This design comes from an exercise in tuning for small area, a short achievable clock period and few clock cycles on the open sky130 flow, not from production work. In this exercise RTL edits were held to simulation tests only and were not proved equivalent to the original. Power figures rest on the tool's default switching activity, not on a simulated workload.

## job 618
Design cle_exec, start of the top module:
module cle_exec (
    input  wire               clk,
    input  wire               rst,
    input  wire               start,
    output wire               ready,
    output reg                done,
    input  wire signed [31:0] x,
    input  wire signed [31:0] s,
    input  wire signed [31:0] r_in,
    input  wire        [30:0] slew,
    input  wire        [30:0] in_fs,
    input  wire               reverse,
    input  wire signed [15:0] kp,
    input  wire signed [15:0] ki,
    input  wire signed [15:0] kff,
    input  wire signed [15:0] u0,
    input  wire        [3:0]  kp_sh,
    input  wire        [3:0]  ki_sh,
    input  wire        [3:0]  kff_sh,
    input  wire signed [15:0] out_min,
    input  wire signed [15:0] out_max,
    input  wire signed [39:0] i_in,
    output reg                tbl_rd,
    output reg         [4:0]  tbl_k,
    input  wire        [31:0] tbl_lo,
    input  wire        [31:0] tbl_hi,
    output wire signed [31:0] r_out,
    output wire signed [39:0] i_out,
    output reg  signed [15:0] out,
    output reg                sat,
    output reg                clamped,
    output reg                ramping
);
make LEC_CHECK=0 CAP_MARGIN=20 CORE_MARGIN=2 CORE_UTILIZATION=40 PLACE_DENSITY=0.6 SLEW_MARGIN=20 finish   # period 16.5 ns
run.sh (not shown) runs the stock make flow with config.mk's settings and CLKGATE_MAP_FILE= SYNTH_SCRIPT=/design/flow/synth_recipe.tcl, a recipe that flattens the netlist after the stock synthesis.
Testbench counts of job 618, summed over its fixed seeds: cycles 66,624.
### job 618 -> job 3252
--- a/flow/design.v
+++ b/flow/design.v
@@ -98,16 +98,13 @@
     wire               up_n  = dsr[33];                        
     wire signed [34:0] ov_up = rr35 + sl35 - s35;              
     wire signed [34:0] ov_dn = rr35 + ~sl35 + ~s35 + 35'sd1;   
     wire signed [32:0] r_up  = rr + {2'b00, slr};
     wire signed [32:0] r_dn  = rr - {2'b00, slr};
     wire               take_s = (slr == 31'd0) | (up_n ? ~ov_up[34] : ov_dn[34]);
-    wire               sel_up = ~take_s & up_n;
-    wire               sel_dn = ~take_s & ~up_n;
-    wire signed [31:0] r_new  = (sr & {32{take_s}}) | (r_up[31:0] & {32{sel_up}}) |
-                                (r_dn[31:0] & {32{sel_dn}});
+    wire signed [31:0] r_new  = take_s ? sr : up_n ? r_up[31:0] : r_dn[31:0];
     wire        [31:0] r_abs  = r_new ^ {32{r_new[31]}};
     function [15:0] qfix(input [17:0] q, input sg);
         reg signed [17:0] v;
         begin
             v = $signed({sg, q[16:1] ^ {16{sg}}}) + $signed({17'd0, q[0] ^ sg});
             if (q[17])
- Job 3252 vs job 618: via count down by a few percent
- Job 3252 ends up with higher combined global-route utilization of all metal layers than job 618 does.
- Job 618 -> job 3252: boundary pin count delta 0, exact match
- Number of buffers inserted by port buffering came out exactly the same in job 3252 and job 618.
- Comparing job 3252 and job 618, smallest setup slack after layout is higher on job 618.
- Job 3252 against job 618: number of filler instances in the final layout down about 1.9%, proportion of power drawn by combinational gates up 2.3 points, number of sinks handled by clock tree synthesis flat.
Testbench counts of job 3252, summed over its fixed seeds: cycles 66,624.

========
Setup of the previous run:
Another version of the RTL of cle_exec (not shown whole).
For scale: ~10000 cells after synthesis, roughly 570 flip-flops, about 470 I/O pins, roughly 82000 µm² of cells after synthesis.
export LEC_CHECK = 0
export CAP_MARGIN = 20
export CORE_MARGIN = 2
export CORE_UTILIZATION = 40
export PLACE_DENSITY = 0.6
export SLEW_MARGIN = 20
create_clock -name core_clock -period 16.5 [get_ports {clk}]
Testbench counts of the previous run, summed over its fixed seeds: cycles 66,624.
The following lists how the current run was set up differently from the previous run:
--- a/flow/design.v
+++ b/flow/design.v
@@ -142,14 +142,14 @@
     cle_booth3 #(.W(30), .MW(24)) u_gp (.acc(gpa), .ext(30'd0), .m(mG),  .bits({fr[5:0], gb}), .sum(gpa_n));
     cle_booth3 #(.W(28), .MW(17)) u_gi (.acc(gia), .ext(28'd0), .m(dgi), .bits({fr[5:0], gb}), .sum(gia_n));
     cle_booth3 #(.W(38), .MW(32)) u_bP (.acc(Pacc), .ext(38'd0), .m(mP),
                                         .bits({kpr[5:0], pb}), .sum(Pacc_n));
     cle_booth3 #(.W(38), .MW(32)) u_bI (.acc(Iacc), .ext(38'd0), .m(mI),
                                         .bits({kir[5:0], ib}), .sum(Iacc_n));
-    wire signed [43:0] Sv = {slr, up, gia[11:0]};          
-    wire signed [43:0] Dv = {sr, fs[11:0]};                
+    wire signed [43:0] Sv = {Pacc, kpr[17:12]};            
+    wire signed [43:0] Dv = {Iacc, kir[17:12]};            
     wire signed [40:0] Xv = {gpa[22:0], remx[17:0]};       
     wire signed [43:0] Iv = {{4{ir[39]}}, ir};
     wire signed [35:0] sh_in  = st[15] ? {{20{rq[15]}}, rq} :
                                 st[19] ? {Pacc[29:0], kpr[17:12]} : {Iacc[29:0], kir[17:12]};
     wire        [3:0]  sh_amt = st[15] ? fsh : st[19] ? psh : ish;
     wire signed [43:0] sh_ext = {{8{sh_in[35]}}, sh_in};
@@ -333,34 +333,34 @@
                     pb   <= kpr[5];
                     Iacc <= {{6{Iacc_n[37]}}, Iacc_n[37:6]};
                     kir  <= {Iacc_n[5:0], kir[17:6]};
                     ib   <= kir[5];
                 end
                 if (st[19]) {gpa[22:0], remx[17:0]} <= add_y[40:0];
-                if (st[19]) {slr, up, gia[11:0]} <= sh_out;
+                if (st[19]) {Pacc, kpr[17:12]} <= sh_out;
                 if (st[20]) begin
-                    {slr, up, gia[11:0]} <= add_y[43:0];
-                    {sr, fs[11:0]}       <= sh_out;
+                    {Pacc, kpr[17:12]} <= add_y[43:0];
+                    {Iacc, kir[17:12]} <= sh_out;
                     satpi <= s_out40;
                 end
                 if (st[21]) begin
                     ilo   <= fl_t[0];
                     ihi   <= fh_t[1];
-                    {sr, fs[11:0]} <= add_y[43:0];
+                    {Iacc, kir[17:12]} <= add_y[43:0];
                     satpi <= satpi | d_out40;
                     dipos <= ~Dv[43] & (|Dv);
                     dineg <= Dv[43];
                 end
                 if (st[22]) begin
                     dlo <= fl_t[0];
                     dhi <= fh_t[1];
                     {gpa[23:0], remx[17:12]} <= add_y[44:15];
                     tnz <= |add_y[14:0];
                 end
                 if (st[23]) ir <= I_n;
-                if (st[24]) {sr, fs[11:0]} <= add_y[43:0];
+                if (st[24]) {Iacc, kir[17:12]} <= add_y[43:0];
                 if (st[25]) begin
                     out     <= o_n;
                     clamped <= (o_n != u_n);
                     sat     <= satpi | sat_acc;
                     done    <= 1'b1;
                     busy    <= 1'b0;
==> run summary <==
- Relative area change from synthesis to final layout came out lower on the current run than on the previous run.
- Compared with the previous run, detailed-route vias per instance in the current run decreased slightly.
- Taking the previous run as the reference, in the current run delay of the slowest cell on the worst path climbed 0.12 ns; portion of total power attributed to combinational logic has decreased; sum of net half-perimeters after detailed placement lower; final weighted congestion in routability-driven placement has remained practically unchanged; total power went down.
- Of the two values seen for origin of the worst setup path, remx[3] was produced by the current run and remx[0] by the previous run.
- Cmp the current run vs the previous run: flip-flop and latch count higher in the current run
- Share of the final layout cell area in sequential cells was lower in the previous run than in the current run.
- The current run reports a higher part of the Yosys area used for sequential elements than the previous run does.
Testbench counts of the current run, summed over its fixed seeds: cycles 66,624.

port drivers added, routing unchanged:
How much do the figures lean on ideal ports? The routed layouts below were timed once more, with nothing changed but the port constraints. Step 1 sets driving cells, clkbuf_16 on the clock port and buf_2 on the other inputs (assumed; they add their load-dependent delay and slew). Step 2, shift: input delay + t, output delay - t, t = (earliest + latest rising clock arrival at the registers) / 2. This alone moves slack from input paths to output paths. a / b / c = ideal / step 1 / step 2; a / b = the first two.
run | t, ns | setup WS [ns] | hold WS [ns] | pins driven straight from the clock port
job 618 | 0.856 | 8.523 / 8.523 / 8.523 | 0.446 / 0.446 / 0.446 | 1
job 3252 | 0.873 | 8.151 / 8.151 / 8.151 | 0.436 / 0.436 / 0.436 | 1
the previous run | 0.869 | 8.610 / 8.610 / 8.610 | 0.433 / 0.433 / 0.433 | 1
the current run | 0.851 | 8.583 / 8.583 / 8.583 | 0.424 / 0.424 / 0.424 | 1
After both steps setup and hold are still met in every run listed.
